Background: an optimization exercise with open tools, aiming at small area and a short achievable clock period. Do not read the settings as production practice.
Where RTL was checked, it was by simulation tests only, not by an equivalence proof against the original.
The clock input has no modelled driver; a real chip could not lean on it and would need a root buffer or a full tree.

==> run E <==
Design cmd_check, start of the top module:
module cmd_check (
    input  wire        clk,
    input  wire        rst,           
    input  wire        in_valid,
    input  wire [31:0] in_data,       
    input  wire        in_last,       
    input  wire [2:0]  in_nbytes,     
    input  wire        queue_full,    
    input  wire [3:0]  mode,          
    output reg         res_valid,
    output reg         res_proto,     
    output wire [7:0]  res_status,
    output wire [15:0] res_opcode,
    output wire [15:0] res_tag,
    output wire        res_prio
);
export LEC_CHECK = 0
export CAP_MARGIN = 20
export CORE_MARGIN = 2
export CORE_UTILIZATION = 40
export SLEW_MARGIN = 20
create_clock -name core_clock -period 12.0 [get_ports {clk}]
standard.sh (not shown) runs the stock make flow with config.mk's settings and CLKGATE_MAP_FILE= SYNTH_SCRIPT=/design/flow/synth_recipe.tcl, a recipe that flattens the netlist after the stock synthesis.
==> flow/flow/run.sh <==
#!/bin/bash
# Own layout flow: the standard layout (standard.sh), with
# - the clock tree rebuilt after clock tree synthesis as one level of
#   clkbuf_16 buffers, each driving a group of nearby flip-flops, all four
#   driven from the clock port (flow/clock_tree.tcl, run as ORFS's
#   POST_CTS_TCL hook);
# - ORFS's timing repair after global routing (and after clock tree
#   synthesis) aiming for setup slack well above zero, so that the achieved
#   period comes out short; repair may resize a cell to any footprint;
# - the ports buffered with buf_2 cells.
# The SDC, clock period and every other setting are the standard flow's.
set -euo pipefail
here=$(pwd)
margin=$(cat "$here/flow/setup_margin.txt")
export POST_CTS_TCL="$here/flow/post_cts.tcl"
bash standard.sh "SETUP_SLACK_MARGIN=$margin" "MATCH_CELL_FOOTPRINT=0" \
    "BUFFER_PORTS_ARGS=-buffer_cell sky130_fd_sc_hd__buf_2" \
    "POST_CTS_TCL=$here/flow/post_cts.tcl" finish \
    > "$here/standard_sh.log" 2>&1
==> flow/flow/clock_tree.tcl <==
proc my_one_level_clock_tree { nbuf } {
  set db [ord::get_db]
  set block [ord::get_db_block]
  set master [$db findMaster sky130_fd_sc_hd__clkbuf_16]
  set clk [$block findNet clk]

  # Walk the tree from the port: buffers and dummy loads are dropped, the
  # rest are sinks.
  set sinks {}
  set drop_insts {}
  set drop_nets {}
  set todo [list $clk]
  while { [llength $todo] } {
    set net [lindex $todo 0]
    set todo [lrange $todo 1 end]
    foreach it [$net getITerms] {
      if { [$it isOutputSignal] } { continue }
      set inst [$it getInst]
      set name [$inst getName]
      if { [string match "clkbuf_*" $name] || [string match "clkload*" $name] } {
        lappend drop_insts $inst
        foreach ot [$inst getITerms] {
          if { [$ot isOutputSignal] && [$ot getNet] ne "NULL" } {
            lappend drop_nets [$ot getNet]
            lappend todo [$ot getNet]
          }
        }
      } else {
        lappend sinks $it
      }
    }
  }
  puts "clock tree: [llength $sinks] sinks, dropping [llength $drop_insts] cells"

  # Sink locations.
  set pts {}
  foreach it $sinks {
    set bb [[$it getInst] getBBox]
    lappend pts [list [expr {([$bb xMin] + [$bb xMax]) / 2.0}] [expr {([$bb yMin] + [$bb yMax]) / 2.0}]]
  }
  # k-means, started from points spread along x then y order.
  set n [llength $pts]
  set sorted [lsort -real -index 0 $pts]
  set cent {}
  for { set k 0 } { $k < $nbuf } { incr k } {
    lappend cent [lindex $sorted [expr {int(($k + 0.5) * $n / $nbuf)}]]
  }
  for { set iter 0 } { $iter < 50 } { incr iter } {
    set asg {}
    foreach p $pts {
      set best 0
      set bd 1e30
      for { set k 0 } { $k < $nbuf } { incr k } {
        set c [lindex $cent $k]
        set d [expr {abs([lindex $p 0] - [lindex $c 0]) + abs([lindex $p 1] - [lindex $c 1])}]
        if { $d < $bd } { set bd $d; set best $k }
      }
      lappend asg $best
    }
    set newc {}
    for { set k 0 } { $k < $nbuf } { incr k } {
      set sx 0.0; set sy 0.0; set cnt 0
      foreach p $pts a $asg {
        if { $a == $k } { set sx [expr {$sx + [lindex $p 0]}]; set sy [expr {$sy + [lindex $p 1]}]; incr cnt }
      }
      if { $cnt } { lappend newc [list [expr {$sx / $cnt}] [expr {$sy / $cnt}]] } else { lappend newc [lindex $cent $k] }
    }
    set cent $newc
  }

  # Remove the old tree.
  foreach it $sinks { $it disconnect }
  foreach inst $drop_insts { odb::dbInst_destroy $inst }
  foreach net $drop_nets { odb::dbNet_destroy $net }

  # Build the new one.
  for { set k 0 } { $k < $nbuf } { incr k } {
    set inst [odb::dbInst_create $block $master "clkbuf_leaf_${k}_clk"]
    set net [odb::dbNet_create $block "clknet_leaf_${k}_clk"]
    $net setSigType CLOCK
    foreach it [$inst getITerms] {
      set mt [[$it getMTerm] getName]
      if { $mt eq "A" } { $it connect $clk }
      if { $mt eq "X" } { $it connect $net }
    }
    set c [lindex $cent $k]
    $inst setLocation [expr {int([lindex $c 0])}] [expr {int([lindex $c 1])}]
    $inst setPlacementStatus PLACED
    $inst setSourceType TIMING
    set cnt 0
    foreach it $sinks a $asg {
      if { $a == $k } { $it connect $net; incr cnt }
    }
    puts "clock buffer $k: $cnt sinks at $c"
  }
  $clk setSigType CLOCK
}
==> flow/flow/setup_margin.txt <==
9.0
Other scripts of this flow, unchanged in this note and not shown: flow/flow/post_cts.tcl
==> run C: changes against run E <==
--- a/flow/design.v
+++ b/flow/design.v
@@ -58,10 +58,11 @@
     endfunction
     localparam [2:0] S_H0 = 3'd0, S_H1 = 3'd1, S_H2 = 3'd2,
                      S_FULL = 3'd4, S_PART = 3'd5, S_DONE = 3'd6;
     reg  [2:0]  nxt;           
     reg  [2:0]  cur;           
+    reg         xh;            
     reg         v;             
     reg         l1, q1;        
     reg         mok1;          
     reg         nbok1;         
     reg         fin1;          
@@ -70,12 +71,12 @@
     reg  [1:0]  r;             
     reg  [15:0] op_r, tag_r;   
     reg         prio_r;
     reg         over_r;        
     reg         p1;            
-    reg         vf_r;          
-    reg         rz_r;          
+    reg         hz1;           
+    reg         vrf_r;         
     reg         lenok_r;       
     reg         hok_r;         
     reg         cok_r;         
     reg  [4:0]  stat_r;        
     wire take  = in_valid & ~rst;
@@ -447,14 +448,13 @@
     assign c32_n[27] = m32_t226;
     assign c32_n[28] = m32_t230;
     assign c32_n[29] = m32_t233;
     assign c32_n[30] = m32_t237;
     assign c32_n[31] = m32_t241;
-    wire        c_hdr = !cur[2];                  
     wire [31:0] base  = (nxt == S_H0) ? 32'h0000FFFF :
                         n_hdr         ? {16'h0000, c16_z[7:0], c16_z[15:8]} :
-                        c_hdr         ? 32'hFFFFFFFF : c32_n;
+                        xh            ? 32'hFFFFFFFF : c32_n;
     wire [3:1]  lanes = {!n_part, !n_part | (r == 2'd3), !n_part | r[1]};
     wire [31:0] x_n   = base ^ (in_data & {{8{lanes[3]}}, {8{lanes[2]}},
                                            {8{lanes[1]}}, 8'hFF});
     always @(posedge clk) begin
         v     <= take;
@@ -464,21 +464,19 @@
         nbok1 <= in_nbytes[2] | (n_part && (in_nbytes[1:0] >= r));
         if (rst)
             nxt <= S_H0;
         else if (take)
             nxt <= nxt_n;
+        cur  <= nxt;
+        fin1 <= n_part | ((nxt == S_FULL) & cnt0 & (r == 2'd0));
+        p1   <= in_data[0];
         if (in_valid) begin
-            x    <= x_n;
-            cur  <= nxt;
-            fin1 <= n_part | ((nxt == S_FULL) & cnt0 & (r == 2'd0));
+            x  <= x_n;
+            xh <= n_hdr;
         end
-        if (in_valid & (nxt == S_H1)) begin
-            p1   <= in_data[0];
-            vf_r <= (in_data[15:8] == 8'h01) && (in_data[7:1] == 7'h00);
-        end
-        if (in_valid & (nxt == S_H2))
-            rz_r <= (in_data[15:0] == 16'h0000);
+        hz1  <= (nxt == S_H1) ? (in_data[15:8] == 8'h01) && (in_data[7:1] == 7'h00) :
+                                (in_data[15:0] == 16'h0000);
     end
     wire h0   = (cur == S_H0);
     wire h1   = (cur == S_H1);
     wire h2   = (cur == S_H2);
     wire pay  = cur[2];
@@ -487,36 +485,40 @@
     wire cok_now = (r == 2'd0) ? (x == 32'hFFFFFFFF) :
                    (r == 2'd1) ? (x == 32'h00BE26ED) :
                    (r == 2'd2) ? (x == 32'hBE26ED00) : (x == 32'h2DFD1072);
     wire hdr_cpl = pay | (h2 & nbok1);
     wire hok     = h2 ? hok_now : hok_r;
+    wire vrf     = h2 ? (vrf_r & hz1) : vrf_r;
     wire len6    = done | (fin1 & nbok1);
     wire cok     = done ? cok_r : cok_now;
     wire good    = hdr_cpl & hok;
     reg [7:0] status;
     always @(*) begin
         if (!hok)                       status = ST_BAD_CRC;
         else if (over_r)                status = ST_LENGTH_EXCEEDS;
         else if (q1)                    status = ST_QUEUE_FULL;
-        else if (!(vf_r & rz_r))        status = ST_OUT_OF_RANGE;
+        else if (!vrf)                  status = ST_OUT_OF_RANGE;
         else if (!pay || !len6)         status = ST_BAD_LENGTH;
         else if (!cok)                  status = ST_BAD_CRC;
         else if (!op_known(op_r))       status = ST_BAD_OPCODE;
         else if (!lenok_r)              status = ST_BAD_LENGTH;
         else if (!mok1)                 status = ST_WRONG_MODE;
         else                            status = ST_OK;
     end
     always @(posedge clk) begin
         if (v & h1) begin
+            vrf_r   <= hz1;
             cnt     <= x[28:18];
             r       <= x[17:16];
             over_r  <= (x[31:16] > 16'd4096);
             lenok_r <= len_ok(op_r, x[28:16]);
         end else if (dec)
             cnt <= cnt - 11'd1;
-        if (v & h2)
+        if (v & h2) begin
+            vrf_r <= vrf;
             hok_r <= hok_now;
+        end
         if (v & fin1)
             cok_r <= cok_now;
         if (v & l1 & !good) begin
             op_r   <= 16'h0000;
             tag_r  <= 16'h0000;
--- a/flow/flow/clock_tree.tcl
+++ b/flow/flow/clock_tree.tcl
@@ -43,21 +43,29 @@
   set sorted [lsort -real -index 0 $pts]
   set cent {}
   for { set k 0 } { $k < $nbuf } { incr k } {
     lappend cent [lindex $sorted [expr {int(($k + 0.5) * $n / $nbuf)}]]
   }
-  for { set iter 0 } { $iter < 50 } { incr iter } {
-    set asg {}
+  # Balanced k-means: each group takes at most cap sinks, nearest first.
+  set cap [expr {($n + $nbuf - 1) / $nbuf + 1}]
+  for { set iter 0 } { $iter < 30 } { incr iter } {
+    set pairs {}
+    set i 0
     foreach p $pts {
-      set best 0
-      set bd 1e30
       for { set k 0 } { $k < $nbuf } { incr k } {
         set c [lindex $cent $k]
-        set d [expr {abs([lindex $p 0] - [lindex $c 0]) + abs([lindex $p 1] - [lindex $c 1])}]
-        if { $d < $bd } { set bd $d; set best $k }
+        lappend pairs [list [expr {abs([lindex $p 0] - [lindex $c 0]) + abs([lindex $p 1] - [lindex $c 1])}] $i $k]
       }
-      lappend asg $best
+      incr i
+    }
+    set asg [lrepeat $n -1]
+    set used [lrepeat $nbuf 0]
+    foreach pr [lsort -real -index 0 $pairs] {
+      lassign $pr d i k
+      if { [lindex $asg $i] >= 0 || [lindex $used $k] >= $cap } { continue }
+      lset asg $i $k
+      lset used $k [expr {[lindex $used $k] + 1}]
     }
     set newc {}
     for { set k 0 } { $k < $nbuf } { incr k } {
       set sx 0.0; set sy 0.0; set cnt 0
       foreach p $pts a $asg {
==> flow/flow/setup_margin.txt (replaced) <==
8.6
CORE_UTILIZATION = 60   (was 40)
==> run notes <==
Run C ran to the end with no violations. Run E finished clean. In run C the area after synthesis is higher than in run E, by 0.63%. Against run C, the fmax of run E is smaller by 0.51%. In run E the worst setup slack is lower than in run C, by 17 ps.
==> figures <==
| quantity | run E | run C |
|---|---|---|
| Status | timing/DRC/antenna clean | timing/DRC/antenna clean |
| Vias in the first global route | 8116 | 7424 |
| Met1 wire length | 13500 um | 11500 um |
| RR Endpoint | op_r[12] | x[0] |
| Wire length of the first global-routing pass | 48700 um | 43000 um |
| Multi-input gate area in the final layout | 7020 um^2 | 6440 um^2 |
| Mean number of vias per cell | 5.55 | 6.07 |
| Number of vias in the routed layout | 8396 | 7909 |
| R2r setup slk | 8680 ps | 8690 ps |
| Met2 Resource Use GR | 0.432 | 0.576 |
| Length in cells of the worst reg-to-reg path | 9 | 6 |
The RTL of run E was laid out without a check of its function.

==> afterwards: timing with drivers on the ports <==
The results above use ideal ports. As a check the final layouts listed here were re-extracted and re-timed, cells and wires unchanged.
Step 1 assumes that a clkbuf_16 drives the clock port and a buf_2 every other input.
Step 2 also shifts input and output timing later by t, the mid clock arrival at the registers, as if the neighbouring blocks saw the same clock.
Slacks: ideal ports / drivers / drivers and shift; pairs: ideal ports / drivers.
run | t, ns | setup slack, ns | worst setup path after step 2 | worst data-port slew with drivers (ns)
run E | 0.269 | 8.677 / 8.676 / 8.592 | input to register | 0.16
run C | 0.265 | 8.693 / 8.609 / 8.578 | input to register | 0.03
After both steps setup and hold are still met in every run listed. The setup slack of run C, which loses most, moves by -0.084 ns with the drivers and by -0.115 ns with both steps.
